What follows belongs to an exercise in optimizing a design on an open flow for small area, a short achievable clock period and few clock cycles per item; a production flow would make more cautious choices. Only simulation tests tie the RTL to the original design; equivalence was not proved.

==> flow/design.v <==
module g_xor (input wire a, input wire b, output wire y); assign y = a ^ b; endmodule
module g_xnor(input wire a, input wire b, output wire y); assign y = ~(a ^ b); endmodule
module g_nand(input wire a, input wire b, output wire y); assign y = ~(a & b); endmodule
module g_nor (input wire a, input wire b, output wire y); assign y = ~(a | b); endmodule
module aes_sbox_s1 (input wire [7:0] u, output wire [3:0] m, output wire [16:0] t);
    wire T5, T7, T11, T12, T14, T18, T21, T24, T25, T26, M1, M2, M3, M4, M5, M6, M7, M8, M9, M10, M11, M12, M13, M14, M15, M16, M17, M18, M19, M20, M21, M22, M23, M24, M25, M26, M27, M28, M29, M30, M31, M32, M33, M34, M35, M36;
    g_xor g0 (.a(u[7]), .b(u[4]), .y(t[16]));
    g_xor g1 (.a(u[7]), .b(u[2]), .y(t[15]));
    g_xor g2 (.a(u[7]), .b(u[1]), .y(t[14]));
    g_xor g3 (.a(u[4]), .b(u[2]), .y(t[13]));
    g_xor g4 (.a(u[3]), .b(u[1]), .y(T5));
    g_xor g5 (.a(t[16]), .b(T5), .y(t[12]));
    g_xor g6 (.a(u[6]), .b(u[5]), .y(T7));
    g_xor g7 (.a(u[0]), .b(t[12]), .y(t[11]));
    g_xor g8 (.a(u[0]), .b(T7), .y(t[10]));
    g_xor g9 (.a(t[12]), .b(T7), .y(t[9]));
    g_xor g10 (.a(u[6]), .b(u[2]), .y(T11));
    g_xor g11 (.a(u[5]), .b(u[2]), .y(T12));
    g_xor g12 (.a(t[14]), .b(t[13]), .y(t[8]));
    g_xor g13 (.a(t[12]), .b(T11), .y(T14));
    g_xor g14 (.a(T5), .b(T11), .y(t[7]));
    g_xor g15 (.a(T5), .b(T12), .y(t[6]));
    g_xor g16 (.a(t[10]), .b(t[6]), .y(t[5]));
    g_xor g17 (.a(u[4]), .b(u[0]), .y(T18));
    g_xor g18 (.a(T7), .b(T18), .y(t[4]));
    g_xor g19 (.a(t[16]), .b(t[4]), .y(t[3]));
    g_xor g20 (.a(u[1]), .b(u[0]), .y(T21));
    g_xor g21 (.a(T7), .b(T21), .y(t[2]));
    g_xor g22 (.a(t[15]), .b(t[2]), .y(t[1]));
    g_xor g23 (.a(t[15]), .b(t[9]), .y(T24));
    g_xor g24 (.a(t[3]), .b(t[5]), .y(T25));
    g_xor g25 (.a(t[14]), .b(t[6]), .y(T26));
    g_xor g26 (.a(t[16]), .b(T12), .y(t[0]));
    g_nand g27 (.a(t[8]), .b(t[12]), .y(M1));
    g_nand g28 (.a(t[1]), .b(t[11]), .y(M2));
    g_xnor g29 (.a(T14), .b(M1), .y(M3));
    g_nand g30 (.a(t[4]), .b(u[0]), .y(M4));
    g_xor g31 (.a(M4), .b(M1), .y(M5));
    g_nand g32 (.a(t[14]), .b(t[6]), .y(M6));
    g_nand g33 (.a(t[2]), .b(t[10]), .y(M7));
    g_xnor g34 (.a(T26), .b(M6), .y(M8));
    g_nand g35 (.a(t[3]), .b(t[5]), .y(M9));
    g_xor g36 (.a(M9), .b(M6), .y(M10));
    g_nand g37 (.a(t[16]), .b(t[7]), .y(M11));
    g_nand g38 (.a(t[13]), .b(t[0]), .y(M12));
    g_xor g39 (.a(M12), .b(M11), .y(M13));
    g_nand g40 (.a(t[15]), .b(t[9]), .y(M14));
    g_xor g41 (.a(M14), .b(M11), .y(M15));
    g_xnor g42 (.a(M3), .b(M2), .y(M16));
    g_xor g43 (.a(M5), .b(T24), .y(M17));
    g_xnor g44 (.a(M8), .b(M7), .y(M18));
    g_xor g45 (.a(M10), .b(M15), .y(M19));
    g_xor g46 (.a(M16), .b(M13), .y(M20));
    g_xor g47 (.a(M17), .b(M15), .y(M21));
    g_xor g48 (.a(M18), .b(M13), .y(M22));
    g_xor g49 (.a(M19), .b(T25), .y(M23));
    g_xnor g50 (.a(M22), .b(M23), .y(M24));
    g_nand g51 (.a(M22), .b(M20), .y(M25));
    g_xor g52 (.a(M21), .b(M25), .y(M26));
    g_xnor g53 (.a(M20), .b(M21), .y(M27));
    g_xor g54 (.a(M23), .b(M25), .y(M28));
    g_nor g55 (.a(M28), .b(M27), .y(M29));
    g_nor g56 (.a(M26), .b(M24), .y(M30));
    g_nand g57 (.a(M20), .b(M23), .y(M31));
    g_nor g58 (.a(M27), .b(M31), .y(M32));
    g_xor g59 (.a(M27), .b(M25), .y(M33));
    g_nand g60 (.a(M21), .b(M22), .y(M34));
    g_nor g61 (.a(M24), .b(M34), .y(M35));
    g_xor g62 (.a(M24), .b(M25), .y(M36));
    g_xor g63 (.a(M21), .b(M29), .y(m[3]));
    g_xor g64 (.a(M32), .b(M33), .y(m[2]));
    g_xor g65 (.a(M23), .b(M30), .y(m[1]));
    g_xor g66 (.a(M35), .b(M36), .y(m[0]));
endmodule
module aes_sbox_s2 (input wire [3:0] m, input wire [16:0] t, input wire u7, output wire [7:0] y);
    wire M41, M42, M43, M44, M45, M46, M47, M48, M49, M50, M51, M52, M53, M54, M55, M56, M57, M58, M59, M60, M61, M62, M63, L0, L1, L2, L3, L4, L5, L6, L7, L8, L9, L10, L11, L12, L13, L14, L15, L16, L17, L18, L19, L20, L21, L22, L23, L24, L25, L26, L27, L28, L29;
    g_xor g0 (.a(m[2]), .b(m[0]), .y(M41));
    g_xor g1 (.a(m[3]), .b(m[1]), .y(M42));
    g_xor g2 (.a(m[3]), .b(m[2]), .y(M43));
    g_xor g3 (.a(m[1]), .b(m[0]), .y(M44));
    g_xor g4 (.a(M42), .b(M41), .y(M45));
    g_nand g5 (.a(M44), .b(t[12]), .y(M46));
    g_nand g6 (.a(m[0]), .b(t[11]), .y(M47));
    g_nand g7 (.a(m[1]), .b(u7), .y(M48));
    g_nand g8 (.a(M43), .b(t[6]), .y(M49));
    g_nand g9 (.a(m[2]), .b(t[10]), .y(M50));
    g_nand g10 (.a(m[3]), .b(t[5]), .y(M51));
    g_nand g11 (.a(M42), .b(t[7]), .y(M52));
    g_nand g12 (.a(M45), .b(t[0]), .y(M53));
    g_nand g13 (.a(M41), .b(t[9]), .y(M54));
    g_nand g14 (.a(M44), .b(t[8]), .y(M55));
    g_nand g15 (.a(m[0]), .b(t[1]), .y(M56));
    g_nand g16 (.a(m[1]), .b(t[4]), .y(M57));
    g_nand g17 (.a(M43), .b(t[14]), .y(M58));
    g_nand g18 (.a(m[2]), .b(t[2]), .y(M59));
    g_nand g19 (.a(m[3]), .b(t[3]), .y(M60));
    g_nand g20 (.a(M42), .b(t[16]), .y(M61));
    g_nand g21 (.a(M45), .b(t[13]), .y(M62));
    g_nand g22 (.a(M41), .b(t[15]), .y(M63));
    g_xor g23 (.a(M61), .b(M62), .y(L0));
    g_xor g24 (.a(M50), .b(M56), .y(L1));
    g_xor g25 (.a(M46), .b(M48), .y(L2));
    g_xor g26 (.a(M47), .b(M55), .y(L3));
    g_xor g27 (.a(M54), .b(M58), .y(L4));
    g_xor g28 (.a(M49), .b(M61), .y(L5));
    g_xnor g29 (.a(M62), .b(L5), .y(L6));
    g_xnor g30 (.a(M46), .b(L3), .y(L7));
    g_xor g31 (.a(M51), .b(M59), .y(L8));
    g_xor g32 (.a(M52), .b(M53), .y(L9));
    g_xnor g33 (.a(M53), .b(L4), .y(L10));
    g_xnor g34 (.a(M60), .b(L2), .y(L11));
    g_xor g35 (.a(M48), .b(M51), .y(L12));
    g_xnor g36 (.a(M50), .b(L0), .y(L13));
    g_xor g37 (.a(M52), .b(M61), .y(L14));
    g_xnor g38 (.a(M55), .b(L1), .y(L15));
    g_xnor g39 (.a(M56), .b(L0), .y(L16));
    g_xnor g40 (.a(M57), .b(L1), .y(L17));
    g_xnor g41 (.a(M58), .b(L8), .y(L18));
    g_xnor g42 (.a(M63), .b(L4), .y(L19));
    g_xor g43 (.a(L0), .b(L1), .y(L20));
    g_xor g44 (.a(L1), .b(L7), .y(L21));
    g_xor g45 (.a(L3), .b(L12), .y(L22));
    g_xor g46 (.a(L18), .b(L2), .y(L23));
    g_xor g47 (.a(L15), .b(L9), .y(L24));
    g_xor g48 (.a(L6), .b(L10), .y(L25));
    g_xor g49 (.a(L7), .b(L9), .y(L26));
    g_xor g50 (.a(L8), .b(L10), .y(L27));
    g_xor g51 (.a(L11), .b(L14), .y(L28));
    g_xor g52 (.a(L11), .b(L17), .y(L29));
    g_xor g53 (.a(L6), .b(L24), .y(y[7]));
    g_xnor g54 (.a(L16), .b(L26), .y(y[6]));
    g_xnor g55 (.a(L19), .b(L28), .y(y[5]));
    g_xor g56 (.a(L6), .b(L21), .y(y[4]));
    g_xor g57 (.a(L20), .b(L22), .y(y[3]));
    g_xor g58 (.a(L25), .b(L29), .y(y[2]));
    g_xnor g59 (.a(L13), .b(L27), .y(y[1]));
    g_xnor g60 (.a(L6), .b(L23), .y(y[0]));
endmodule
module aes_sbox_s1k (input wire [7:0] u, output wire [3:0] m);
    wire T1, T2, T3, T4, T5, T6, T7, T8, T9, T10, T11, T12, T13, T14, T15, T16, T17, T18, T19, T20, T21, T22, T23, T24, T25, T26, T27, M1, M2, M3, M4, M5, M6, M7, M8, M9, M10, M11, M12, M13, M14, M15, M16, M17, M18, M19, M20, M21, M22, M23, M24, M25, M26, M27, M28, M29, M30, M31, M32, M33, M34, M35, M36;
    g_xor g0 (.a(u[7]), .b(u[4]), .y(T1));
    g_xor g1 (.a(u[7]), .b(u[2]), .y(T2));
    g_xor g2 (.a(u[7]), .b(u[1]), .y(T3));
    g_xor g3 (.a(u[4]), .b(u[2]), .y(T4));
    g_xor g4 (.a(u[3]), .b(u[1]), .y(T5));
    g_xor g5 (.a(T1), .b(T5), .y(T6));
    g_xor g6 (.a(u[6]), .b(u[5]), .y(T7));
    g_xor g7 (.a(u[0]), .b(T6), .y(T8));
    g_xor g8 (.a(u[0]), .b(T7), .y(T9));
    g_xor g9 (.a(T6), .b(T7), .y(T10));
    g_xor g10 (.a(u[6]), .b(u[2]), .y(T11));
    g_xor g11 (.a(u[5]), .b(u[2]), .y(T12));
    g_xor g12 (.a(T3), .b(T4), .y(T13));
    g_xor g13 (.a(T6), .b(T11), .y(T14));
    g_xor g14 (.a(T5), .b(T11), .y(T15));
    g_xor g15 (.a(T5), .b(T12), .y(T16));
    g_xor g16 (.a(T9), .b(T16), .y(T17));
    g_xor g17 (.a(u[4]), .b(u[0]), .y(T18));
    g_xor g18 (.a(T7), .b(T18), .y(T19));
    g_xor g19 (.a(T1), .b(T19), .y(T20));
    g_xor g20 (.a(u[1]), .b(u[0]), .y(T21));
    g_xor g21 (.a(T7), .b(T21), .y(T22));
    g_xor g22 (.a(T2), .b(T22), .y(T23));
    g_xor g23 (.a(T2), .b(T10), .y(T24));
    g_xor g24 (.a(T20), .b(T17), .y(T25));
    g_xor g25 (.a(T3), .b(T16), .y(T26));
    g_xor g26 (.a(T1), .b(T12), .y(T27));
    g_nand g27 (.a(T13), .b(T6), .y(M1));
    g_nand g28 (.a(T23), .b(T8), .y(M2));
    g_xnor g29 (.a(T14), .b(M1), .y(M3));
    g_nand g30 (.a(T19), .b(u[0]), .y(M4));
    g_xor g31 (.a(M4), .b(M1), .y(M5));
    g_nand g32 (.a(T3), .b(T16), .y(M6));
    g_nand g33 (.a(T22), .b(T9), .y(M7));
    g_xnor g34 (.a(T26), .b(M6), .y(M8));
    g_nand g35 (.a(T20), .b(T17), .y(M9));
    g_xor g36 (.a(M9), .b(M6), .y(M10));
    g_nand g37 (.a(T1), .b(T15), .y(M11));
    g_nand g38 (.a(T4), .b(T27), .y(M12));
    g_xor g39 (.a(M12), .b(M11), .y(M13));
    g_nand g40 (.a(T2), .b(T10), .y(M14));
    g_xor g41 (.a(M14), .b(M11), .y(M15));
    g_xnor g42 (.a(M3), .b(M2), .y(M16));
    g_xor g43 (.a(M5), .b(T24), .y(M17));
    g_xnor g44 (.a(M8), .b(M7), .y(M18));
    g_xor g45 (.a(M10), .b(M15), .y(M19));
    g_xor g46 (.a(M16), .b(M13), .y(M20));
    g_xor g47 (.a(M17), .b(M15), .y(M21));
    g_xor g48 (.a(M18), .b(M13), .y(M22));
    g_xor g49 (.a(M19), .b(T25), .y(M23));
    g_xnor g50 (.a(M22), .b(M23), .y(M24));
    g_nand g51 (.a(M22), .b(M20), .y(M25));
    g_xor g52 (.a(M21), .b(M25), .y(M26));
    g_xnor g53 (.a(M20), .b(M21), .y(M27));
    g_xor g54 (.a(M23), .b(M25), .y(M28));
    g_nor g55 (.a(M28), .b(M27), .y(M29));
    g_nor g56 (.a(M26), .b(M24), .y(M30));
    g_nand g57 (.a(M20), .b(M23), .y(M31));
    g_nor g58 (.a(M27), .b(M31), .y(M32));
    g_xor g59 (.a(M27), .b(M25), .y(M33));
    g_nand g60 (.a(M21), .b(M22), .y(M34));
    g_nor g61 (.a(M24), .b(M34), .y(M35));
    g_xor g62 (.a(M24), .b(M25), .y(M36));
    g_xor g63 (.a(M21), .b(M29), .y(m[3]));
    g_xor g64 (.a(M32), .b(M33), .y(m[2]));
    g_xor g65 (.a(M23), .b(M30), .y(m[1]));
    g_xor g66 (.a(M35), .b(M36), .y(m[0]));
endmodule
module aes_sbox_s2k (input wire [3:0] m, input wire [7:0] u, output wire [7:0] y);
    wire T1, T2, T3, T4, T5, T6, T7, T8, T9, T10, T11, T12, T13, T15, T16, T17, T18, T19, T20, T21, T22, T23, T27, M41, M42, M43, M44, M45, M46, M47, M48, M49, M50, M51, M52, M53, M54, M55, M56, M57, M58, M59, M60, M61, M62, M63, L0, L1, L2, L3, L4, L5, L6, L7, L8, L9, L10, L11, L12, L13, L14, L15, L16, L17, L18, L19, L20, L21, L22, L23, L24, L25, L26, L27, L28, L29;
    g_xor g0 (.a(u[7]), .b(u[4]), .y(T1));
    g_xor g1 (.a(u[7]), .b(u[2]), .y(T2));
    g_xor g2 (.a(u[7]), .b(u[1]), .y(T3));
    g_xor g3 (.a(u[4]), .b(u[2]), .y(T4));
    g_xor g4 (.a(u[3]), .b(u[1]), .y(T5));
    g_xor g5 (.a(T1), .b(T5), .y(T6));
    g_xor g6 (.a(u[6]), .b(u[5]), .y(T7));
    g_xor g7 (.a(u[0]), .b(T6), .y(T8));
    g_xor g8 (.a(u[0]), .b(T7), .y(T9));
    g_xor g9 (.a(T6), .b(T7), .y(T10));
    g_xor g10 (.a(u[6]), .b(u[2]), .y(T11));
    g_xor g11 (.a(u[5]), .b(u[2]), .y(T12));
    g_xor g12 (.a(T3), .b(T4), .y(T13));
    g_xor g13 (.a(T5), .b(T11), .y(T15));
    g_xor g14 (.a(T5), .b(T12), .y(T16));
    g_xor g15 (.a(T9), .b(T16), .y(T17));
    g_xor g16 (.a(u[4]), .b(u[0]), .y(T18));
    g_xor g17 (.a(T7), .b(T18), .y(T19));
    g_xor g18 (.a(T1), .b(T19), .y(T20));
    g_xor g19 (.a(u[1]), .b(u[0]), .y(T21));
    g_xor g20 (.a(T7), .b(T21), .y(T22));
    g_xor g21 (.a(T2), .b(T22), .y(T23));
    g_xor g22 (.a(T1), .b(T12), .y(T27));
    g_xor g23 (.a(m[2]), .b(m[0]), .y(M41));
    g_xor g24 (.a(m[3]), .b(m[1]), .y(M42));
    g_xor g25 (.a(m[3]), .b(m[2]), .y(M43));
    g_xor g26 (.a(m[1]), .b(m[0]), .y(M44));
    g_xor g27 (.a(M42), .b(M41), .y(M45));
    g_nand g28 (.a(M44), .b(T6), .y(M46));
    g_nand g29 (.a(m[0]), .b(T8), .y(M47));
    g_nand g30 (.a(m[1]), .b(u[0]), .y(M48));
    g_nand g31 (.a(M43), .b(T16), .y(M49));
    g_nand g32 (.a(m[2]), .b(T9), .y(M50));
    g_nand g33 (.a(m[3]), .b(T17), .y(M51));
    g_nand g34 (.a(M42), .b(T15), .y(M52));
    g_nand g35 (.a(M45), .b(T27), .y(M53));
    g_nand g36 (.a(M41), .b(T10), .y(M54));
    g_nand g37 (.a(M44), .b(T13), .y(M55));
    g_nand g38 (.a(m[0]), .b(T23), .y(M56));
    g_nand g39 (.a(m[1]), .b(T19), .y(M57));
    g_nand g40 (.a(M43), .b(T3), .y(M58));
    g_nand g41 (.a(m[2]), .b(T22), .y(M59));
    g_nand g42 (.a(m[3]), .b(T20), .y(M60));
    g_nand g43 (.a(M42), .b(T1), .y(M61));
    g_nand g44 (.a(M45), .b(T4), .y(M62));
    g_nand g45 (.a(M41), .b(T2), .y(M63));
    g_xor g46 (.a(M61), .b(M62), .y(L0));
    g_xor g47 (.a(M50), .b(M56), .y(L1));
    g_xor g48 (.a(M46), .b(M48), .y(L2));
    g_xor g49 (.a(M47), .b(M55), .y(L3));
    g_xor g50 (.a(M54), .b(M58), .y(L4));
    g_xor g51 (.a(M49), .b(M61), .y(L5));
    g_xnor g52 (.a(M62), .b(L5), .y(L6));
    g_xnor g53 (.a(M46), .b(L3), .y(L7));
    g_xor g54 (.a(M51), .b(M59), .y(L8));
    g_xor g55 (.a(M52), .b(M53), .y(L9));
    g_xnor g56 (.a(M53), .b(L4), .y(L10));
    g_xnor g57 (.a(M60), .b(L2), .y(L11));
    g_xor g58 (.a(M48), .b(M51), .y(L12));
    g_xnor g59 (.a(M50), .b(L0), .y(L13));
    g_xor g60 (.a(M52), .b(M61), .y(L14));
    g_xnor g61 (.a(M55), .b(L1), .y(L15));
    g_xnor g62 (.a(M56), .b(L0), .y(L16));
    g_xnor g63 (.a(M57), .b(L1), .y(L17));
    g_xnor g64 (.a(M58), .b(L8), .y(L18));
    g_xnor g65 (.a(M63), .b(L4), .y(L19));
    g_xor g66 (.a(L0), .b(L1), .y(L20));
    g_xor g67 (.a(L1), .b(L7), .y(L21));
    g_xor g68 (.a(L3), .b(L12), .y(L22));
    g_xor g69 (.a(L18), .b(L2), .y(L23));
    g_xor g70 (.a(L15), .b(L9), .y(L24));
    g_xor g71 (.a(L6), .b(L10), .y(L25));
    g_xor g72 (.a(L7), .b(L9), .y(L26));
    g_xor g73 (.a(L8), .b(L10), .y(L27));
    g_xor g74 (.a(L11), .b(L14), .y(L28));
    g_xor g75 (.a(L11), .b(L17), .y(L29));
    g_xor g76 (.a(L6), .b(L24), .y(y[7]));
    g_xnor g77 (.a(L16), .b(L26), .y(y[6]));
    g_xnor g78 (.a(L19), .b(L28), .y(y[5]));
    g_xor g79 (.a(L6), .b(L21), .y(y[4]));
    g_xor g80 (.a(L20), .b(L22), .y(y[3]));
    g_xor g81 (.a(L25), .b(L29), .y(y[2]));
    g_xnor g82 (.a(L13), .b(L27), .y(y[1]));
    g_xnor g83 (.a(L6), .b(L23), .y(y[0]));
endmodule
module aes_mixcol (input wire [31:0] a, input wire [31:0] k, output wire [31:0] y);
    wire x1_0, x1_1, x1_2, x1_3, x1_4, x1_5, x1_6, x1_7, x1_8, x1_9, x1_10, x1_11, x1_12, x1_13, x1_14, x1_15, x1_16, x1_17, x1_18, x1_19, x1_20, x1_21, x1_22, x1_23, x1_24, x1_25, x1_26, x1_27, x1_28, x1_29, x1_30, x1_31, x1_32, x1_33, x1_34, x1_35, x1_36, x1_37, x1_38, x1_39, x1_40, x1_41, x1_42, x1_43, x1_44, x1_45, x1_46, x1_47, x1_48, x1_49, x1_50, x1_51, x1_52, x1_53, x1_54, x1_55, x1_56, x1_57, x1_58, x1_59, x1_60, x1_61, x1_62, x1_63, x2_64, x2_65, x2_66, x2_67, x2_68, x2_69, x2_70, x2_71, x2_72, x2_73, x2_74, x2_75, x2_76, x2_77, x2_78, x2_79, x2_80, x2_81, x2_82, x2_83, x2_84, x2_85, x2_86, x2_87, x2_88, x2_89, x2_90, x2_91, x2_92, x2_93, x2_94, x2_95, x2_96, x2_97, x2_98, x2_99, x2_100, x2_101, x2_102, x2_103, x2_104, x2_105, x2_106, x2_107;
    g_xor u0 (.a(a[15]), .b(a[7]), .y(x1_0));
    g_xor u1 (.a(a[31]), .b(a[23]), .y(x1_1));
    g_xor u2 (.a(a[23]), .b(a[15]), .y(x1_2));
    g_xor u3 (.a(a[31]), .b(a[7]), .y(x1_3));
    g_xor u4 (.a(a[14]), .b(a[6]), .y(x1_4));
    g_xor u5 (.a(a[13]), .b(a[5]), .y(x1_5));
    g_xor u6 (.a(a[12]), .b(a[4]), .y(x1_6));
    g_xor u7 (.a(a[11]), .b(a[3]), .y(x1_7));
    g_xor u8 (.a(a[10]), .b(a[2]), .y(x1_8));
    g_xor u9 (.a(a[9]), .b(a[1]), .y(x1_9));
    g_xor u10 (.a(a[8]), .b(a[0]), .y(x1_10));
    g_xor u11 (.a(a[30]), .b(a[22]), .y(x1_11));
    g_xor u12 (.a(a[29]), .b(a[21]), .y(x1_12));
    g_xor u13 (.a(a[28]), .b(a[20]), .y(x1_13));
    g_xor u14 (.a(a[27]), .b(a[19]), .y(x1_14));
    g_xor u15 (.a(a[26]), .b(a[18]), .y(x1_15));
    g_xor u16 (.a(a[25]), .b(a[17]), .y(x1_16));
    g_xor u17 (.a(a[24]), .b(a[16]), .y(x1_17));
    g_xor u18 (.a(a[7]), .b(k[15]), .y(x1_18));
    g_xor u19 (.a(a[6]), .b(k[7]), .y(x1_19));
    g_xor u20 (.a(a[6]), .b(k[14]), .y(x1_20));
    g_xor u21 (.a(a[5]), .b(k[6]), .y(x1_21));
    g_xor u22 (.a(a[5]), .b(k[13]), .y(x1_22));
    g_xor u23 (.a(a[4]), .b(k[5]), .y(x1_23));
    g_xor u24 (.a(a[4]), .b(k[12]), .y(x1_24));
    g_xor u25 (.a(a[3]), .b(k[4]), .y(x1_25));
    g_xor u26 (.a(a[3]), .b(k[11]), .y(x1_26));
    g_xor u27 (.a(a[2]), .b(k[3]), .y(x1_27));
    g_xor u28 (.a(a[2]), .b(k[10]), .y(x1_28));
    g_xor u29 (.a(a[1]), .b(k[2]), .y(x1_29));
    g_xor u30 (.a(a[1]), .b(k[9]), .y(x1_30));
    g_xor u31 (.a(a[0]), .b(k[1]), .y(x1_31));
    g_xor u32 (.a(a[0]), .b(k[8]), .y(x1_32));
    g_xor u33 (.a(a[14]), .b(k[23]), .y(x1_33));
    g_xor u34 (.a(a[13]), .b(k[22]), .y(x1_34));
    g_xor u35 (.a(a[12]), .b(k[21]), .y(x1_35));
    g_xor u36 (.a(a[11]), .b(k[20]), .y(x1_36));
    g_xor u37 (.a(a[10]), .b(k[19]), .y(x1_37));
    g_xor u38 (.a(a[9]), .b(k[18]), .y(x1_38));
    g_xor u39 (.a(a[8]), .b(k[0]), .y(x1_39));
    g_xor u40 (.a(a[8]), .b(k[17]), .y(x1_40));
    g_xor u41 (.a(a[23]), .b(k[31]), .y(x1_41));
    g_xor u42 (.a(a[22]), .b(k[30]), .y(x1_42));
    g_xor u43 (.a(a[21]), .b(k[29]), .y(x1_43));
    g_xor u44 (.a(a[20]), .b(k[28]), .y(x1_44));
    g_xor u45 (.a(a[19]), .b(k[27]), .y(x1_45));
    g_xor u46 (.a(a[18]), .b(k[26]), .y(x1_46));
    g_xor u47 (.a(a[17]), .b(k[25]), .y(x1_47));
    g_xor u48 (.a(a[16]), .b(k[24]), .y(x1_48));
    g_xor u49 (.a(a[31]), .b(a[22]), .y(x1_49));
    g_xor u50 (.a(a[30]), .b(a[15]), .y(x1_50));
    g_xor u51 (.a(a[30]), .b(a[21]), .y(x1_51));
    g_xor u52 (.a(a[29]), .b(a[14]), .y(x1_52));
    g_xor u53 (.a(a[29]), .b(a[20]), .y(x1_53));
    g_xor u54 (.a(a[28]), .b(a[13]), .y(x1_54));
    g_xor u55 (.a(a[28]), .b(a[19]), .y(x1_55));
    g_xor u56 (.a(a[27]), .b(a[12]), .y(x1_56));
    g_xor u57 (.a(a[27]), .b(a[18]), .y(x1_57));
    g_xor u58 (.a(a[26]), .b(a[11]), .y(x1_58));
    g_xor u59 (.a(a[26]), .b(a[17]), .y(x1_59));
    g_xor u60 (.a(a[25]), .b(a[10]), .y(x1_60));
    g_xor u61 (.a(a[25]), .b(a[16]), .y(x1_61));
    g_xor u62 (.a(a[24]), .b(k[16]), .y(x1_62));
    g_xor u63 (.a(a[24]), .b(a[9]), .y(x1_63));
    g_xor u64 (.a(x1_61), .b(x1_9), .y(x2_64));
    g_xor u65 (.a(x1_59), .b(x1_8), .y(x2_65));
    g_xor u66 (.a(x1_57), .b(x1_7), .y(x2_66));
    g_xor u67 (.a(x1_55), .b(x1_6), .y(x2_67));
    g_xor u68 (.a(x1_5), .b(x1_53), .y(x2_68));
    g_xor u69 (.a(x1_47), .b(x1_9), .y(x2_69));
    g_xor u70 (.a(x1_46), .b(x1_8), .y(x2_70));
    g_xor u71 (.a(x1_45), .b(x1_7), .y(x2_71));
    g_xor u72 (.a(x1_44), .b(x1_6), .y(x2_72));
    g_xor u73 (.a(x1_43), .b(x1_5), .y(x2_73));
    g_xor u74 (.a(x1_4), .b(x1_51), .y(x2_74));
    g_xor u75 (.a(x1_4), .b(x1_42), .y(x2_75));
    g_xor u76 (.a(x1_33), .b(x1_49), .y(x2_76));
    g_xor u77 (.a(x1_31), .b(x1_63), .y(x2_77));
    g_xor u78 (.a(x1_3), .b(x1_58), .y(x2_78));
    g_xor u79 (.a(x1_3), .b(x1_56), .y(x2_79));
    g_xor u80 (.a(x1_3), .b(x1_39), .y(x2_80));
    g_xor u81 (.a(x1_29), .b(x1_60), .y(x2_81));
    g_xor u82 (.a(x1_28), .b(x1_9), .y(x2_82));
    g_xor u83 (.a(x1_26), .b(x1_8), .y(x2_83));
    g_xor u84 (.a(x1_24), .b(x1_7), .y(x2_84));
    g_xor u85 (.a(x1_23), .b(x1_54), .y(x2_85));
    g_xor u86 (.a(x1_22), .b(x1_6), .y(x2_86));
    g_xor u87 (.a(x1_21), .b(x1_52), .y(x2_87));
    g_xor u88 (.a(x1_20), .b(x1_5), .y(x2_88));
    g_xor u89 (.a(x1_2), .b(x1_62), .y(x2_89));
    g_xor u90 (.a(x1_2), .b(x1_40), .y(x2_90));
    g_xor u91 (.a(x1_2), .b(x1_37), .y(x2_91));
    g_xor u92 (.a(x1_2), .b(x1_36), .y(x2_92));
    g_xor u93 (.a(x1_19), .b(x1_50), .y(x2_93));
    g_xor u94 (.a(x1_18), .b(x1_4), .y(x2_94));
    g_xor u95 (.a(x1_17), .b(x1_32), .y(x2_95));
    g_xor u96 (.a(x1_16), .b(x1_30), .y(x2_96));
    g_xor u97 (.a(x1_16), .b(x1_3), .y(x2_97));
    g_xor u98 (.a(x1_14), .b(x1_27), .y(x2_98));
    g_xor u99 (.a(x1_13), .b(x1_25), .y(x2_99));
    g_xor u100 (.a(x1_11), .b(x1_41), .y(x2_100));
    g_xor u101 (.a(x1_10), .b(x1_48), .y(x2_101));
    g_xor u102 (.a(x1_1), .b(x1_17), .y(x2_102));
    g_xor u103 (.a(x1_1), .b(x1_15), .y(x2_103));
    g_xor u104 (.a(x1_1), .b(x1_14), .y(x2_104));
    g_xor u105 (.a(x1_0), .b(x1_14), .y(x2_105));
    g_xor u106 (.a(x1_0), .b(x1_13), .y(x2_106));
    g_xor u107 (.a(x1_0), .b(x1_10), .y(x2_107));
    g_xor u108 (.a(x2_79), .b(x2_99), .y(y[4]));
    g_xor u109 (.a(x2_78), .b(x2_98), .y(y[3]));
    g_xor u110 (.a(x2_77), .b(x2_97), .y(y[1]));
    g_xor u111 (.a(x2_67), .b(x2_92), .y(y[20]));
    g_xor u112 (.a(x2_66), .b(x2_91), .y(y[19]));
    g_xor u113 (.a(x2_64), .b(x2_90), .y(y[17]));
    g_xor u114 (.a(x2_107), .b(x2_96), .y(y[9]));
    g_xor u115 (.a(x2_106), .b(x2_84), .y(y[12]));
    g_xor u116 (.a(x2_105), .b(x2_83), .y(y[11]));
    g_xor u117 (.a(x2_104), .b(x2_72), .y(y[28]));
    g_xor u118 (.a(x2_103), .b(x2_71), .y(y[27]));
    g_xor u119 (.a(x2_102), .b(x2_69), .y(y[25]));
    g_xor u120 (.a(x1_38), .b(x2_65), .y(y[18]));
    g_xor u121 (.a(x1_35), .b(x2_68), .y(y[21]));
    g_xor u122 (.a(x1_34), .b(x2_74), .y(y[22]));
    g_xor u123 (.a(x1_17), .b(x2_80), .y(y[0]));
    g_xor u124 (.a(x1_16), .b(x2_70), .y(y[26]));
    g_xor u125 (.a(x1_15), .b(x2_82), .y(y[10]));
    g_xor u126 (.a(x1_15), .b(x2_81), .y(y[2]));
    g_xor u127 (.a(x1_13), .b(x2_73), .y(y[29]));
    g_xor u128 (.a(x1_12), .b(x2_86), .y(y[13]));
    g_xor u129 (.a(x1_12), .b(x2_85), .y(y[5]));
    g_xor u130 (.a(x1_12), .b(x2_75), .y(y[30]));
    g_xor u131 (.a(x1_11), .b(x2_88), .y(y[14]));
    g_xor u132 (.a(x1_11), .b(x2_87), .y(y[6]));
    g_xor u133 (.a(x1_10), .b(x2_89), .y(y[16]));
    g_xor u134 (.a(x1_1), .b(x2_94), .y(y[15]));
    g_xor u135 (.a(x1_1), .b(x2_93), .y(y[7]));
    g_xor u136 (.a(x1_1), .b(x2_101), .y(y[24]));
    g_xor u137 (.a(x1_0), .b(x2_95), .y(y[8]));
    g_xor u138 (.a(x1_0), .b(x2_76), .y(y[23]));
    g_xor u139 (.a(x1_0), .b(x2_100), .y(y[31]));
endmodule
module aes_ark (input wire [127:0] a, input wire [127:0] k, output wire [127:0] y);
    genvar i;
    generate for (i = 0; i < 128; i = i + 1) begin : g
        g_xor u (.a(a[i]), .b(k[i]), .y(y[i]));
    end endgenerate
endmodule
module aes_round_s1 (
    input  wire [127:0] s,
    output wire [63:0]  m,       
    output wire [271:0] t        
);
    genvar i;
    generate
        for (i = 0; i < 16; i = i + 1) begin : g
            aes_sbox_s1 u (.u(s[127-8*i -: 8]), .m(m[63-4*i -: 4]), .t(t[271-17*i -: 17]));
        end
    endgenerate
endmodule
module aes_round_s2 (
    input  wire [63:0]  m,
    input  wire [271:0] t,
    input  wire [15:0]  u7,      
    input  wire [127:0] rk,
    output wire [127:0] y_mc,
    output wire [127:0] y_last
);
    wire [127:0] sb;
    wire [127:0] sr;
    genvar i;
    generate
        for (i = 0; i < 16; i = i + 1) begin : g_sb
            aes_sbox_s2 u (.m(m[63-4*i -: 4]), .t(t[271-17*i -: 17]), .u7(u7[15-i]),
                           .y(sb[127-8*i -: 8]));
        end
        for (i = 0; i < 16; i = i + 1) begin : g_sr
            localparam integer ROW = i % 4;
            localparam integer COL = i / 4;
            localparam integer SRC = ROW + 4 * ((COL + ROW) % 4);
            assign sr[127-8*i -: 8] = sb[127-8*SRC -: 8];
        end
        for (i = 0; i < 4; i = i + 1) begin : g_mc
            aes_mixcol u (.a(sr[127-32*i -: 32]), .k(rk[127-32*i -: 32]), .y(y_mc[127-32*i -: 32]));
        end
    endgenerate
    aes_ark u_ark (.a(sr), .k(rk), .y(y_last));
endmodule
module aes_key_s1 (
    input  wire [31:0] w,
    output wire [15:0] m
);
    genvar i;
    generate
        for (i = 0; i < 4; i = i + 1) begin : g
            aes_sbox_s1k u (.u(w[31-8*i -: 8]), .m(m[15-4*i -: 4]));
        end
    endgenerate
endmodule
module aes_key_s2 (
    input  wire [15:0] m,
    input  wire [31:0] w,
    output wire [31:0] y         
);
    genvar i;
    generate
        for (i = 0; i < 4; i = i + 1) begin : g
            aes_sbox_s2k u (.m(m[15-4*i -: 4]), .u(w[31-8*i -: 8]), .y(y[31-8*i -: 8]));
        end
    endgenerate
endmodule
module holly_aes256 (
    input  wire         clk,
    input  wire         rst,         
    input  wire         in_valid,
    output wire         in_ready,
    input  wire [255:0] in_key,
    input  wire [127:0] in_block,
    output wire         out_valid,
    input  wire         out_ready,
    output wire [127:0] out_block
);
    reg  [127:0] s_state;
    reg  [255:0] s_key;       
    reg          s_v, s_spec, s_park;
    reg  [3:0]   s_rnd;
    reg  [63:0]  m_mid;       
    reg  [271:0] m_t;         
    reg  [15:0]  m_u7;        
    reg  [127:0] m_rk;        
    reg  [127:0] m_q;         
    reg  [15:0]  m_kmid;      
    reg          m_v, m_spec;
    reg  [3:0]   m_rnd;
    reg  [127:0] o_data;
    reg          o_v;
    reg          rdy;
    assign in_ready  = rdy;
    assign out_valid = o_v;
    assign out_block = o_data;
    wire [63:0]  s1_mid;
    wire [271:0] s1_t;
    aes_round_s1 u_r1 (.s(s_state), .m(s1_mid), .t(s1_t));
    wire [15:0]  s1_kmid;
    aes_key_s1 u_k1 (.w(s_key[31:0]), .m(s1_kmid));
    reg  [7:0]   rcon;
    always @(*) begin
        case (s_rnd)
            4'd1:    rcon = 8'h01;
            4'd3:    rcon = 8'h02;
            4'd5:    rcon = 8'h04;
            4'd7:    rcon = 8'h08;
            4'd9:    rcon = 8'h10;
            4'd11:   rcon = 8'h20;
            4'd13:   rcon = 8'h40;
            default: rcon = 8'h00;
        endcase
    end
    wire [31:0]  rc = {rcon, 24'h000000};
    wire [31:0]  q0 = s_key[255:224] ^ rc;
    wire [31:0]  q1 = q0 ^ s_key[223:192];
    wire [31:0]  q2 = q1 ^ s_key[191:160];
    wire [31:0]  q3 = q2 ^ s_key[159:128];
    wire [15:0]  s_u7;
    genvar gi;
    generate
        for (gi = 0; gi < 16; gi = gi + 1) begin : g_u7
            assign s_u7[15-gi] = s_state[120-8*gi];
        end
    endgenerate
    wire [127:0] y_mc, y_last;
    aes_round_s2 u_r2 (.m(m_mid), .t(m_t), .u7(m_u7), .rk(m_rk), .y_mc(y_mc), .y_last(y_last));
    wire [31:0]  sub;
    aes_key_s2 u_k2 (.m(m_kmid), .w(m_rk[31:0]), .y(sub));
    wire [31:0]  temp = m_rnd[0] ? {sub[23:0], sub[31:24]} : sub;
    wire [255:0] key_next = {m_rk, m_q[127:96] ^ temp, m_q[95:64] ^ temp,
                             m_q[63:32] ^ temp, m_q[31:0] ^ temp};
    wire spec_present = (s_v & s_spec) | (m_v & m_spec);
    wire m_fin  = m_v & (m_rnd == 4'd14);
    wire m_cont = m_v & (m_rnd != 4'd14);
    wire acc    = in_valid & rdy;
    wire m_fin_acc = m_fin & (~m_spec | acc);
    wire o_free = ~o_v | out_ready;
    wire can_load = ~m_cont & ~s_park & ~spec_present;
    wire s_hold = s_park & o_v & ~out_ready;
    reg        n_s_v, n_s_spec, n_s_park, n_m_v, n_m_spec, n_o_v;
    reg  [3:0] n_s_rnd, n_m_rnd;
    always @(*) begin
        n_m_v    = s_v & ~s_park;
        n_m_spec = s_spec & ~acc;
        n_m_rnd  = s_rnd;
        n_s_v    = 1'b0;
        n_s_spec = 1'b0;
        n_s_park = 1'b0;
        n_s_rnd  = s_rnd;
        n_o_v    = o_v & ~out_ready;
        if (s_park) begin
            if (o_free) begin
                n_o_v    = 1'b1;
                if (m_fin_acc) begin
                    n_s_v = 1'b1; n_s_park = 1'b1;
                end else if (m_cont) begin
                    n_s_v = 1'b1; n_s_spec = m_spec & ~acc; n_s_rnd = m_rnd + 4'd1;
                end
            end else begin
                n_s_v = 1'b1; n_s_park = 1'b1;    
            end
        end else begin
            if (m_fin_acc & o_free) begin
                n_o_v  = 1'b1;
            end
            if (m_fin_acc & ~o_free) begin
                n_s_v = 1'b1; n_s_park = 1'b1;
            end else if (m_cont) begin
                n_s_v = 1'b1; n_s_spec = m_spec & ~acc; n_s_rnd = m_rnd + 4'd1;
            end else if (can_load) begin
                n_s_v = in_valid; n_s_spec = ~rdy; n_s_rnd = 4'd1;
            end
        end
        if (rst) begin
            n_s_v = 1'b0; n_s_park = 1'b0; n_m_v = 1'b0; n_o_v = 1'b0;
        end
    end
    wire n_spec_present = (n_s_v & n_s_spec) | (n_m_v & n_m_spec);
    wire n_m_cont = n_m_v & (n_m_rnd != 4'd14);
    wire [1:0] n_cnt = (n_s_v & ~n_s_spec) + (n_m_v & ~n_m_spec) + n_o_v;
    wire n_rdy = (n_cnt < 2'd2) & (n_spec_present | (~n_m_cont & ~n_s_park));
    always @(posedge clk) begin
        s_v <= n_s_v; s_spec <= n_s_spec; s_park <= n_s_park; s_rnd <= n_s_rnd;
        m_v <= n_m_v; m_spec <= n_m_spec; m_rnd <= n_m_rnd;
        o_v <= n_o_v;
        rdy <= n_rdy;
        if (!s_hold) begin
            if (m_cont)                                  s_state <= y_mc;
            else if (m_fin & (s_park | (o_v & ~out_ready))) s_state <= y_last;
            else                                         s_state <= in_block ^ in_key[255:128];
        end
        s_key <= m_cont ? key_next : in_key;
        m_mid  <= s1_mid;
        m_t    <= s1_t;
        m_u7   <= s_u7;
        m_rk   <= s_key[127:0];
        m_q    <= {q0, q1, q2, q3};
        m_kmid <= s1_kmid;
        if (o_free) o_data <= s_park ? s_state : y_last;
    end
endmodule
==> flow/run.sh <==
#!/bin/bash
# synth_recipe.tcl (not shown) runs the flow's synth.tcl, then flattens the netlist and writes it again
# the make line also repeats each setting of config.mk as NAME=value (left out here)
make -C /OpenROAD-flow-scripts/flow DESIGN_CONFIG=/design/flow/config.mk WORK_HOME=/design/flow/orfs CLKGATE_MAP_FILE= SYNTH_SCRIPT=/design/flow/synth_recipe.tcl finish
==> flow/config.mk <==
export PLATFORM = sky130hd
export DESIGN_NAME = holly_aes256
export DESIGN_NICKNAME = holly_aes256
export VERILOG_FILES = /design/flow/design.v
export SDC_FILE = /design/flow/constraint.sdc
export NUM_CORES = 4
export LEC_CHECK = 0
export ABC_CLOCK_PERIOD_IN_PS = 3000
export CAP_MARGIN = 20
export CORE_MARGIN = 2
export CORE_UTILIZATION = 40
export SETUP_SLACK_MARGIN = 5
export SLEW_MARGIN = 20
export SYNTH_HIERARCHICAL = 1
==> flow/constraint.sdc <==
create_clock -name core_clock -period 10.0 [get_ports {clk}]
set_input_delay 2.0000 -clock core_clock [delete_from_list [all_inputs] [get_ports {clk}]]
set_output_delay 2.0000 -clock core_clock [all_outputs]
set_load 0.01 [all_outputs]
==> summary.md, run 1 <==
| Metric | Value |
|---|---|
| Status | `finished clean` |
| Die area | `160000 sq um` |
| Register area | `25700 sq um` |
| Number of iterations in the first detailed-routing pass | `5` |
| Synth Flop Type | `dfxtp_1` |
| IO buf count | `517` |
| Fmax | `223 MHz` |
| Hold_buf cts | `0` |
| Critical Path RT | `10.49 ns` |
| Final ANT Viol Nets | `0` |
| EDFF count, synth | `260` |
| I/O pins | `between 500 and 600` |
| Syn Inst Count | `6213` |
| Terminus of the critical flop-to-flop path | `s_key[12]` |
| CTS Buffer Depth | `3` |
| Async SR Flop Fraction | `0` |
| Commonest non-fill, non-tap cell in the layout | `xor2_1` |
| Critical path arrival | `4.97 ns` |
| Final GP Congestion | `0.971` |
| Post_cts resized | `0` |
| Area contributors post-synth | `xor2_1 36%, dfxtp_1 28%, edfxtp_1 12%, nand2_1 7.5%, xnor2_1 5.7%` |
| Post-CTS setup buffers | `0` |
| CTS tree | `yes` |
| CP max stage delay | `0.81 ns` |
| Share of the synthesized area in the top cell type | `0.364` |
| Vias per cell | `4.88` |
| Final Cell Area | `roughly 75000 sq um` |
| Core Area | `~160000 sq um` |
| Max-cap viol count | `0` |
| DRC Markers | `0` |
| Clock latency (worst-skew pair) | `a little under 0.8 ns` |
| Initial Util | `0.402` |
| Total CTS buffers | `between 100 and 150` |
| H-tree depth | `4` |
| Setup crit start | `out_ready` |
| First-pass GRT wire length | `302 mm` |
| RSZ-0062 raised after global routing | `no` |
| Num rows | `145` |
| Minimum clock period | `4.48 ns` |
| Startpoint Class | `primary input` |
| Chip height | `400 microns` |
| Multi-input logic area | `between 30000 and 40000 sq um` |
| Mapped Area | `62600 sq um` |
| YS warnings | `7` |
| Tightest Hold Check Type | `flop to flop` |
| Nets | `7200` |
| Synth area leader | `xor2_1` |
| Post-synth cell types | `42` |
| Hold Crit Endpoint | `m_rk[121]` |
| Post-placement cell area | `70300 sq um` |
| Share of layout cells above drive strength 1 | `0.0642` |
| Fin. Hold Viols | `0` |
| Wirelength per Cell | `~24 microns` |
| Cell mode on critical path | `buf_4` |
| Chip width | `400 microns` |
| Detailed Route Iter0 Violations | `3605` |
| Crit Path Max Fanout | `just under 50` |
| Via count | `around 44000` |
| Kind of critical path | `primary input to flop` |
| Detailed placement HPWL | `174 mm` |
| Setup TNS | `0 ns` |
| Worst hold stages | `0` |
| Vias in the first global route | `43700` |
| Root Buffer | `clkbuf_16` |
| Synth Area per Inst | `10.1 sq um` |
| Final max-slew violation count | `0` |
| Final setup fails | `0` |
| Rel. slew slack | `0.145` |
| HP Start | `s_key[121]` |
| Reg2Reg Depth | `11` |
| Largest net degree at the start of global routing | `182` |
| Clk sinks | `1151` |
| Congestion Overflow GR | `0` |
| Reg clk slew, reported paths | `0.06 ns` |
| Synthesis-to-finish area growth | `19.5%` |
| Most frequent cells in the layout | `2602 x xor2_1, 1243 x nand2_1, 889 x dfxtp_1` |
| Least-Margin Pin Slew | `1.28 ns` |
| Worst r2r src | `m_rk[15]` |
| Clock Skew | `0.0333 ns` |
| Critical Path Sink Type | `flop` |
| R2r setup slk | `between 5 and 6 ns` |
| Syn_nets | `6604` |
| Crit-path cells | `clkdlybuf4s50_1, nor2b_1, o211ai_4, buf_4, buf_4, mux2i_1, o21ai_1` |
| Seq cells post-synth | `1151` |
| Seq/Total Area, Yosys | `0.410` |
| Crit-path slowest cell | `buf_4` |
| GRT Util Overall | `0.264` |
| Tcrit/Tclk final | `0.448` |
| DRT Wirelength | `216 mm` |
| Initial antenna violation count | `12` |
| Fillers | `14500` |
## cell usage after synthesis, types with 20 or more instances
master,count
dfxtp_1,891
buf_2,69
clkbuf_1,26
o21ai_1,92
o21ai_0,167
nor2_1,87
buf_4,20
xor2_1,2603
mux2_2,128
edfxtp_1,260
mux2i_1,160
nand2_1,1244
xnor2_1,404
## registers in the layout, indices dropped and copies added (netlist names), 64 cells and up
name     count
s_key      256
m_mid       64
m_q        128
s_state    128
m_t        272
m_rk       128
o_data     128
## routing by layer
| layer | GRT usage | wire length [microns] | part of all wire | up-vias |
|---|---|---|---|---|
| li1 | - | - | - | 20800 |
| met1 | 0.361 | 96700 | 0.45 | 21200 |
| met2 | 0.419 | 97600 | 0.45 | 1504 |
| met3 | 0.0343 | 12800 | 0.059 | 320 |
| met4 | 0.110 | 9350 | 0.043 | 0 |
| met5 | 0 | 0 | 0 | - |
## cell families after synthesis
group | synth area share
flip-flops | 0.410
adder cells (fa/ha/maj) | 0.000600
AND/OR/NAND/NOR | 0.0825
XOR/XNOR | 0.425
buffers and inverters | 0.0105
AO/OA/AOI/OAI | 0.0228
multiplexers | 0.0486
## Yosys stat by module, one instance, submodules excluded, excerpt
module | copies in the design | flip-flops and latches | cell area (sq um) | cells
holly_aes256 | 1 | 1151 | 36700 | 2873
g_xnor | 400 | 0 | 8.76 | 1
g_xor | 2260 | 0 | 8.76 | 1
g_nand | 600 | 0 | 3.75 | 1
g_nor | 80 | 0 | 3.75 | 1
## worst max-delay path by stage
stage                       end  slack, ns  cells past startpoint
finish              s_state[45]       5.52                      7
global route        s_state[50]       5.50                      7
CTS                 s_state[45]       5.63                      7
detailed placement  s_state[45]       4.79                      7
global placement    s_state[55]       4.84                      7
floorplan                   rdy       3.43                      6
## final cells by class
type	instances	share of cell area
Inverter	5	0.000301
Timing Repair Buffer	581	0.0763
Multi-Input combinational cell	4938	0.486
Clock inverter	51	0.00622
Sequential cell	1151	0.343
Clock buffer	190	0.0534
Antenna cell	7	0.000234
Tap cell	2058	0.0344
## critical path, delay by kind of cell
family,cells,cell delay [ns]
compound gates,2,0.38
buf+inv,3,1.94
mux,1,0.30
simple gates,1,0.17
## metrics by stage
stage	setup slack, ns	utilization	hold WS (ns)	instances
2_1_floorplan	3.43	-	0.310	6213
3_3_place_gp	4.84	0.451	0.310	8733
3_5_place_dp	4.79	0.451	0.312	8733
4_1_cts	5.63	0.480	0.314	8974
5_1_grt	5.50	0.480	0.320	8974
6_report	5.52	0.480	0.312	8981
Testbench counts, summed over its fixed seeds: cycles 7,208, blocks 512.
==> inputs of run 2 (changes only) <==
--- a/flow/design.v
+++ b/flow/design.v
@@ -2,6 +2,7 @@
 module g_xnor(input wire a, input wire b, output wire y); assign y = ~(a ^ b); endmodule
 module g_nand(input wire a, input wire b, output wire y); assign y = ~(a & b); endmodule
 module g_nor (input wire a, input wire b, output wire y); assign y = ~(a | b); endmodule
+module g_mux2(input wire s, input wire a, input wire b, output wire y); assign y = s ? b : a; endmodule
 module aes_sbox_s1 (input wire [7:0] u, output wire [3:0] m, output wire [16:0] t);
     wire T5, T7, T11, T12, T14, T18, T21, T24, T25, T26, M1, M2, M3, M4, M5, M6, M7, M8, M9, M10, M11, M12, M13, M14, M15, M16, M17, M18, M19, M20, M21, M22, M23, M24, M25, M26, M27, M28, M29, M30, M31, M32, M33, M34, M35, M36;
     g_xor g0 (.a(u[7]), .b(u[4]), .y(t[16]));
@@ -579,6 +580,18 @@
     wire o_free = ~o_v | out_ready;
     wire can_load = ~m_cont & ~s_park & ~spec_present;
     wire s_hold = s_park & o_v & ~out_ready;
+    wire sel_mc = m_cont & ~s_hold;
+    wire [127:0] s_other = s_hold ? s_state :
+                           (m_fin & (s_park | (o_v & ~out_ready))) ? y_last :
+                           (in_block ^ in_key[255:128]);
+    wire [127:0] o_new = s_park ? s_state : y_last;
+    wire [127:0] s_d, o_d;
+    generate
+        for (gi = 0; gi < 128; gi = gi + 1) begin : g_reg_mux
+            g_mux2 u_s (.s(sel_mc), .a(s_other[gi]), .b(y_mc[gi]), .y(s_d[gi]));
+            g_mux2 u_o (.s(o_free), .a(o_data[gi]), .b(o_new[gi]), .y(o_d[gi]));
+        end
+    endgenerate
     reg        n_s_v, n_s_spec, n_s_park, n_m_v, n_m_spec, n_o_v;
     reg  [3:0] n_s_rnd, n_m_rnd;
     always @(*) begin
@@ -626,11 +639,7 @@
         m_v <= n_m_v; m_spec <= n_m_spec; m_rnd <= n_m_rnd;
         o_v <= n_o_v;
         rdy <= n_rdy;
-        if (!s_hold) begin
-            if (m_cont)                                  s_state <= y_mc;
-            else if (m_fin & (s_park | (o_v & ~out_ready))) s_state <= y_last;
-            else                                         s_state <= in_block ^ in_key[255:128];
-        end
+        s_state <= s_d;
         s_key <= m_cont ? key_next : in_key;
         m_mid  <= s1_mid;
         m_t    <= s1_t;
@@ -638,6 +647,6 @@
         m_rk   <= s_key[127:0];
         m_q    <= {q0, q1, q2, q3};
         m_kmid <= s1_kmid;
-        if (o_free) o_data <= s_park ? s_state : y_last;
+        o_data <= o_d;
     end
 endmodule
==> flow/flow/run.sh (new file) <==
#!/bin/bash
# The standard layout (the standard.sh, ORFS from synthesis to finish), with two changes
# to how the layout is optimised:
#  - repair_timing aims for 6.5 ns of setup slack (at the unchanged 10 ns clock), so the
#    layout is sized for the shortest period it can reach;
#  - ports are buffered with the small buf_1 cell (every port still gets its buffer; the
#    resizer upsizes the ones that need it).
set -euo pipefail
bash standard.sh SETUP_SLACK_MARGIN=6.5 "BUFFER_PORTS_ARGS=-buffer_cell sky130_fd_sc_hd__buf_1" finish > orfs_make.log 2>&1
==> flow/standard.sh (new file) <==
#!/bin/bash
# synth_recipe.tcl (not shown) runs the flow's synth.tcl, then flattens the netlist and writes it again
# the make line also repeats each setting of config.mk as NAME=value (left out here)
make -C /OpenROAD-flow-scripts/flow DESIGN_CONFIG=/design/flow/config.mk WORK_HOME=/design/flow/orfs CLKGATE_MAP_FILE= SYNTH_SCRIPT=/design/flow/synth_recipe.tcl "${@:-finish}"
--- a/flow/config.mk
+++ b/flow/config.mk
@@ -8,7 +8,6 @@
 export ABC_CLOCK_PERIOD_IN_PS = 3000
 export CAP_MARGIN = 20
 export CORE_MARGIN = 2
-export CORE_UTILIZATION = 40
-export SETUP_SLACK_MARGIN = 5
+export CORE_UTILIZATION = 55
 export SLEW_MARGIN = 20
 export SYNTH_HIERARCHICAL = 1
removed: flow/run.sh
==> run 2 against run 1 <==
  * Still clean
  * Clock skew up 0.0048 ns
  * Flip-flop and latch count unchanged
  * Critical path type is now flop to flop
==> summary.md, run 2 <==
| Metric | Value |
|---|---|
| Synthesis-to-finish area growth | `17.5% (was 19.5%)` |
| Final max-slew violation count | `0 (unchanged)` |
| Most frequent cell after synthesis | `xor2_1 (unchanged)` |
| Tightest Hold Check Type | `flop to flop (unchanged)` |
| First-pass GRT wire length | `298 mm (was 302 mm)` |
| Share of the synthesized area in the top cell type | `0.362 (was 0.364)` |
| Placed cell count | `8586 (was 8733)` |
| Terminus of the critical flop-to-flop path | `s_state[4] (was s_key[12])` |
| Initial Util | `0.555 (was 0.402)` |
| Final ANT Viol Nets | `0 (unchanged)` |
| Most frequent cells in the layout | `2314 x xor2_1, 1370 x nand2_1, 1115 x dfxtp_1 (was 2602 x xor2_1, 1243 x nand2_1, 889 x dfxtp_1)` |
| Async SR Flop Fraction | `0 (unchanged)` |
| Clk sinks | `1151 (unchanged)` |
| DRT Wirelength | `211 mm (was 216 mm)` |
| Worst setup endpoint | `s_state[4] (was s_state[45])` |
| Worst r2r src | `m_mid[56] (was m_rk[15])` |
| CTS Buffer Depth | `3 (unchanged)` |
| Congestion Overflow GR | `0 (unchanged)` |
| Post-synth cell types | `39 (was 42)` |
| Kind of critical path | `flop to flop (was primary input to flop)` |
| Setup TNS | `0 ns (unchanged)` |
| CTS tree | `yes (unchanged)` |
| Fin. Hold Viols | `0 (unchanged)` |
| Syn Inst Count | `6621 (was 6213)` |
| Area contributors post-synth | `dfxtp_1 36%, xor2_1 34%, nand2_1 8.1%, xnor2_1 7.4%, mux2_4 6.1% (was xor2_1 36%, dfxtp_1 28%, edfxtp_1 12%, nand2_1 7.5%, xnor2_1 5.7%)` |
| GRT Util Overall | `0.345 (was 0.264)` |
| Critical Path RT | `10.67 ns (was 10.49 ns)` |
| YS warnings | `7 (unchanged)` |
| Max-cap viol count | `0 (unchanged)` |
| Minimum clock period | `3.55 ns (was 4.48 ns)` |
| Number of iterations in the first detailed-routing pass | `8 (was 5)` |
| Nets | `7658 (was 7200)` |
| Core Area | `114000 sq um (was 156000 sq um)` |
| Hold slack | `0.320 ns (was 0.312 ns)` |
| Crit-path cells | `xor2_1, xor2_1, nand2_1, xnor2_2, xor2_2, xor2_2, xor2_1, xor2_1, mux2_4 (was clkdlybuf4s50_1, nor2b_1, o211ai_4, buf_4, buf_4, mux2i_1, o21ai_1)` |
| Total CTS buffers | `120 (was 132)` |
| R2r setup slk | `6.45 ns (was 5.83 ns)` |
| Seq cells post-synth | `1151 (unchanged)` |
| RSZ-0062 raised after global routing | `yes (was no)` |
| Syn_nets | `7012 (was 6604)` |
| Seq/Total Area, Yosys | `0.364 (was 0.410)` |
| Clock Skew | `0.0380 ns (was 0.0333 ns)` |
| Least-Margin Pin Slew | `1.20 ns (was 1.28 ns)` |
| DRC Markers | `0 (unchanged)` |
| Largest reg by FF count | `m_t (unchanged)` |
| Vias per cell | `5.20 (was 4.88)` |
| Crit-path slowest cell | `xor2_2 (was buf_4)` |
| Largest regs | `m_t: 272 flops, s_key: 256 flops (unchanged)` |
| Share of layout cells above drive strength 1 | `0.137 (was 0.0642)` |
| Detailed placement HPWL | `165 mm (was 174 mm)` |
| Via count | `46200 (was 43900)` |
| IO buf count | `517 (unchanged)` |
| Post-placement cell area | `67400 sq um (was 70300 sq um)` |
| Cell mode on critical path | `xor2_1 (was buf_4)` |
| I/O pins | `518 (unchanged)` |
| Chip width | `344 microns (was 400 microns)` |
| Root Buffer | `clkbuf_16 (unchanged)` |
| Startpoint Class | `flop (was primary input)` |
| Fmax | `282 MHz (was 223 MHz)` |
| EDFF count, synth | `4 (was 260)` |
| Final Cell Area | `74600 sq um (was 74800 sq um)` |
| Reg2Reg Depth | `9 (was 11)` |
| Mapped Area | `63500 sq um (was 62600 sq um)` |
| Largest net degree at the start of global routing | `193 (was 182)` |
| Hold_buf cts | `0 (unchanged)` |
| Rel. slew slack | `0.199 (was 0.145)` |
| Die area | `118000 sq um (was 160000 sq um)` |
| Largest register FFs | `272 (unchanged)` |
| Commonest non-fill, non-tap cell in the layout | `xor2_1 (unchanged)` |
| Setup crit start | `m_mid[56] (was out_ready)` |
| Synth cell count leaders | `2481 x xor2_1, 1371 x nand2_1, 1147 x dfxtp_1 (was 2603 x xor2_1, 1244 x nand2_1, 891 x dfxtp_1)` |
| Synth Flop Type | `dfxtp_1 (unchanged)` |
| Vias in the first global route | `44900 (was 43700)` |
| Crit Path Max Fanout | `4 (was 49)` |
| Clock latency (worst-skew pair) | `0.74 ns (was 0.78 ns)` |
| Fin cells | `8879 (was 8981)` |
| Synth Area per Inst | `9.59 sq um (was 10.1 sq um)` |
| Final GP Congestion | `0.969 (was 0.971)` |
| Detailed Route Iter0 Violations | `3509 (was 3605)` |
| Num rows | `124 (was 145)` |
| Chip height | `344 microns (was 400 microns)` |
| Initial antenna violation count | `5 (was 12)` |
| Crit path depth | `9 (was 7)` |
| Tcrit/Tclk final | `0.355 (was 0.448)` |
| Wirelength per Cell | `23.8 microns (was 24.1 microns)` |
| Critical Path Sink Type | `flop (unchanged)` |
| H-tree depth | `3 (was 4)` |
| Buffers & Inverters on Critical Path | `0 (was 3)` |
| Status | `finished clean (unchanged)` |
| Synth area leader | `dfxtp_1 (was xor2_1)` |
| CP max stage delay | `0.61 ns (was 0.81 ns)` |
| Reg clk slew, reported paths | `0.06 ns (about the same)` |
| Final setup fails | `0 (unchanged)` |
| Critical path arrival | `4.22 ns (was 4.97 ns)` |
| Cell family with most CP delay | `XOR/XNOR gates (was buffers and inverters)` |
==> run 2: metal layers <==
metal / share of wire / vias to the layer above / track usage
met5: 0 / - / 0
met4: 0.054 / 0 / 0.168
met3: 0.057 / 372 / 0.0345
met2: 0.45 / 1522 / 0.541
met1: 0.44 / 22300 / 0.476
li1: - / 22000 / -
==> run 2: layout make-up <==
type	count	area, sq um
antenna	5	12.5
clock buffer	160	3360
clock inverter	57	763
fill	9782	39800
inverter	16	63.8
multi-input combinational	5322	42100
sequential	1151	23100
tap	1512	1890
timing repair buffer	656	3230
==> run 2: kinds of logic (layout without fill, tap and decap cells) <==
group / Yosys count / after routing / share of synthesized area
other cells: 0 / 5 / 0
compound gates: 401 / 401 / 0.0324
xor+xnor: 3021 / 3021 / 0.417
flops: 1151 / 1151 / 0.364
buf+inv: 150 / 889 / 0.00956
mux: 416 / 416 / 0.0883
fa+ha+maj: 3 / 3 / 0.000591
simple gates: 1479 / 1481 / 0.0890
==> run 2: how the worst min path moves through the flow <==
stage	from	end	slack [ns]	depth (start not counted)
CTS	s_key[58]	m_rk[58]	0.32	0
finish	s_key[44]	m_rk[44]	0.32	0
global route	s_key[54]	m_rk[54]	0.33	0
floorplan	s_key[100]	m_rk[100]	0.31	0
global placement	s_key[57]	m_rk[57]	0.31	0
detailed placement	s_key[100]	m_rk[100]	0.31	0
==> run 2: Yosys stat by module, one instance, submodules excluded, a selection <==
module	flops+latches	times used	cells
g_xnor	0	400	1
g_nor	0	80	1
g_mux2	0	256	1
g_xor	0	2260	1
g_nand	0	600	1
holly_aes256	1151	1	3025
==> run 2: through the flow <==
step,setup WS (ns),utilization
after global routing,6.40,0.652
final,6.45,0.652
after floorplan,3.73,-
after global placement,5.52,0.590
after detailed placement,5.47,0.590
after CTS,6.27,0.636
==> run 2: worst register-to-register path, cell delays in order (launching register included) <==
cell	delay, ns
dfxtp_1	0.41
xor2_1	0.32
xor2_1	0.23
nand2_1	0.17
xnor2_2	0.53
xor2_2	0.61
xor2_2	0.46
xor2_1	0.23
xor2_1	0.32
mux2_4	0.21
==> run 2: timing repair <==
item	CTS	global route
pin swaps	1	17
gates cloned	3	0
endpoints found under the setup margin	300	306
gates resized for setup	141	196
buffers inserted	7	61
Testbench counts of run 2, summed over its fixed seeds: cycles 7,208, blocks 512.
==> inputs of run 3 (changes only) <==
==> flow/flow/run.sh (replaced) <==
#!/bin/bash
# The standard layout (the standard.sh: ORFS from synthesis to finish, at the unchanged
# 10 ns clock and constraints), with changes only to how the layout is optimised:
#  - repair_timing aims for 6.5 ns of setup slack, so the layout is sized for the shortest
#    period it can reach;
#  - every port still gets its buffer, but the ports are buffered with the small buf_1 cell
#    (the resizer upsizes the ones that need it);
#  - clock tree synthesis uses clkbuf_4/clkbuf_8 buffers and no dummy loads.
# make's full output goes to orfs_make.log here; each ORFS step also logs under orfs/logs/.
set -euo pipefail
bash standard.sh \
  SETUP_SLACK_MARGIN=6.5 \
  "BUFFER_PORTS_ARGS=-buffer_cell sky130_fd_sc_hd__buf_1" \
  "CTS_ARGS=-sink_clustering_enable -repair_clock_nets -dont_use_dummy_load -buf_list {sky130_fd_sc_hd__clkbuf_4 sky130_fd_sc_hd__clkbuf_8}" \
  finish > orfs_make.log 2>&1
--- a/flow/config.mk
+++ b/flow/config.mk
@@ -8,6 +8,6 @@
 export ABC_CLOCK_PERIOD_IN_PS = 3000
 export CAP_MARGIN = 20
 export CORE_MARGIN = 2
-export CORE_UTILIZATION = 55
+export CORE_UTILIZATION = 45
 export SLEW_MARGIN = 20
 export SYNTH_HIERARCHICAL = 1
==> run 3 against run 2 <==
  * Critical path type is now primary input to flop
  * Wire length increased by 4.0%
  * Core utilization fell by 12 points
  * Synthesized cell count stayed put
  * Critical path depth down 2
  * Synthesized area unchanged
==> summary.md, run 3 <==
| Metric | Value |
|---|---|
| GRT Util Overall | `0.293 (was 0.345)` |
| Synth cell count leaders | `2481 x xor2_1, 1371 x nand2_1, 1147 x dfxtp_1 (unchanged)` |
| Minimum clock period | `3.52 ns (was 3.55 ns)` |
| Commonest non-fill, non-tap cell in the layout | `xor2_1 (unchanged)` |
| Vias in the first global route | `45800 (was 44900)` |
| Kind of critical path | `primary input to flop (was flop to flop)` |
| R2r setup slk | `6.53 ns (was 6.45 ns)` |
| Number of iterations in the first detailed-routing pass | `6 (was 8)` |
| Root Buffer | `clkbuf_8 (was clkbuf_16)` |
| Multi-input logic area | `42300 sq um (was 42100 sq um)` |
| Mapped Area | `63500 sq um (unchanged)` |
| Worst r2r src | `m_mid[21] (was m_mid[56])` |
| Largest reg by FF count | `m_t (unchanged)` |
| Die area | `144000 sq um (was 118000 sq um)` |
| Status | `finished clean (unchanged)` |
| Fin. Hold Viols | `0 (unchanged)` |
| Final Cell Area | `73700 sq um (was 74600 sq um)` |
| Wirelength per Cell | `23.8 microns (about the same)` |
| Fillers | `13000 (was 9782)` |
| CTS tree | `yes (unchanged)` |
| Total CTS buffers | `192 (was 120)` |
| I/O pins | `518 (unchanged)` |
| Setup TNS | `0 ns (unchanged)` |
| Async SR Flop Fraction | `0 (unchanged)` |
| Terminus of the critical flop-to-flop path | `s_state[116] (was s_state[4])` |
| Area contributors post-synth | `dfxtp_1 36%, xor2_1 34%, nand2_1 8.1%, xnor2_1 7.4%, mux2_4 6.1% (unchanged)` |
| CP max stage delay | `0.36 ns (was 0.61 ns)` |
| Worst hold stages | `0 (unchanged)` |
| H-tree depth | `4 (was 3)` |
| Initial antenna violation count | `13 (was 5)` |
| Most frequent cells in the layout | `2299 x xor2_1, 1370 x nand2_1, 1100 x dfxtp_1 (was 2314 x xor2_1, 1370 x nand2_1, 1115 x dfxtp_1)` |
| Congestion Overflow GR | `0 (unchanged)` |
| Share of the synthesized area in the top cell type | `0.362 (unchanged)` |
==> run 3: cell families after synthesis <==
kind of cell / count (synthesis) / share of synthesized area
fa+ha+maj: 3 / 0.000591
compound gates: 401 / 0.0324
mux: 416 / 0.0883
xor+xnor: 3021 / 0.417
flops: 1151 / 0.364
buf+inv: 150 / 0.00956
simple gates: 1479 / 0.0890
==> run 3: modules after synthesis, one instance, submodules excluded, a selection <==
module	area [sq um]	flops+latches
holly_aes256	33800	1151
g_mux2	15.0	0
g_xnor	8.76	0
g_xor	8.76	0
g_nand	3.75	0
g_nor	3.75	0
==> run 3: worst max-delay path by stage <==
stage	to	from	slack (ns)	depth (start not counted)
after floorplan	rdy	out_ready	3.73	7
after global placement	s_state[59]	out_ready	4.96	7
after detailed placement	s_state[32]	out_ready	4.90	10
after CTS	s_state[3]	m_mid[57]	6.38	10
after global routing	s_state[121]	m_mid[42]	6.43	11
final	s_state[36]	out_ready	6.48	7
==> run 3: through the flow <==
step                      hold WS (ns)  setup slack [ns]
after floorplan                  0.310              3.73
after global placement           0.310              4.96
after detailed placement         0.312              4.90
after CTS                        0.277              6.38
after global routing             0.296              6.43
final                            0.273              6.48
==> run 3: per-layer routing <==
metal / track usage / share of wire / wire, microns / vias up
li1: - / - / - / 22000
met1: 0.398 / 0.45 / 97900 / 22200
met2: 0.453 / 0.44 / 96800 / 1631
met3: 0.0487 / 0.063 / 13900 / 416
met4: 0.135 / 0.050 / 10900 / 6
met5: 0 / 0.00017 / 38 / -
==> run 3: area by class of cell <==
cell class,count,area share
flip-flops and latches,1151,0.314
multi-input cells,5322,0.573
well taps,1876,0.0319
repair inverters,1,0.0000679
repair buffers,644,0.0435
clock buffers,192,0.0359
inverters,16,0.000866
diodes,6,0.000204
==> run 3: repair_timing <==
action,CTS,global route
resized for setup,251,186
pin swaps,7,19
hold buffers,0,0
endpoints found under the hold margin,0,0
setup endpoints to repair,342,247
setup buffers,13,51
cloned,3,3
==> run 3: worst max-delay path: cells and delay by family <==
family	cells	cell delay [ns]
AND/OR/NAND/NOR	2	0.56
multiplexers	1	0.34
buffers and inverters	4	1.22

[what the ideal ports hide]
Ports are ideal in the flow. The routed layouts listed here were re-timed in OpenROAD.
Step 1 (the two cells are an assumption about what drives the block):
set clk [get_ports {clk}]
set_driving_cell -lib_cell sky130_fd_sc_hd__clkbuf_16 $clk
set_driving_cell -lib_cell sky130_fd_sc_hd__buf_2 [delete_from_list [all_inputs] $clk]
Step 2 times the ports against the registers' clock, not the clock port: input delays grow and output delays shrink by t, the midpoint of the rising clock arrivals with the driver on.
Slacks: ideal ports / drivers / drivers and shift; pairs: ideal ports / drivers.
run | shift t [ns] | setup WS [ns] | hold WS [ns] | worst data-port slew with drivers (ns) | cell pins on the clock port's net
run 1 | 0.853 | 5.523 / 5.575 / 4.722 | 0.312 / 0.312 / 0.312 | 0.08 | 1
run 2 | 0.808 | 6.453 / 6.453 / 5.683 | 0.320 / 0.320 / 0.320 | 0.08 | 1
run 3 | 0.976 | 6.482 / 6.506 / 5.551 | 0.273 / 0.273 / 0.273 | 0.05 | 1
After both steps every run listed still meets setup and hold. The setup slack of run 3, which loses most, moves by +0.024 ns with the drivers and by -0.931 ns with both steps.
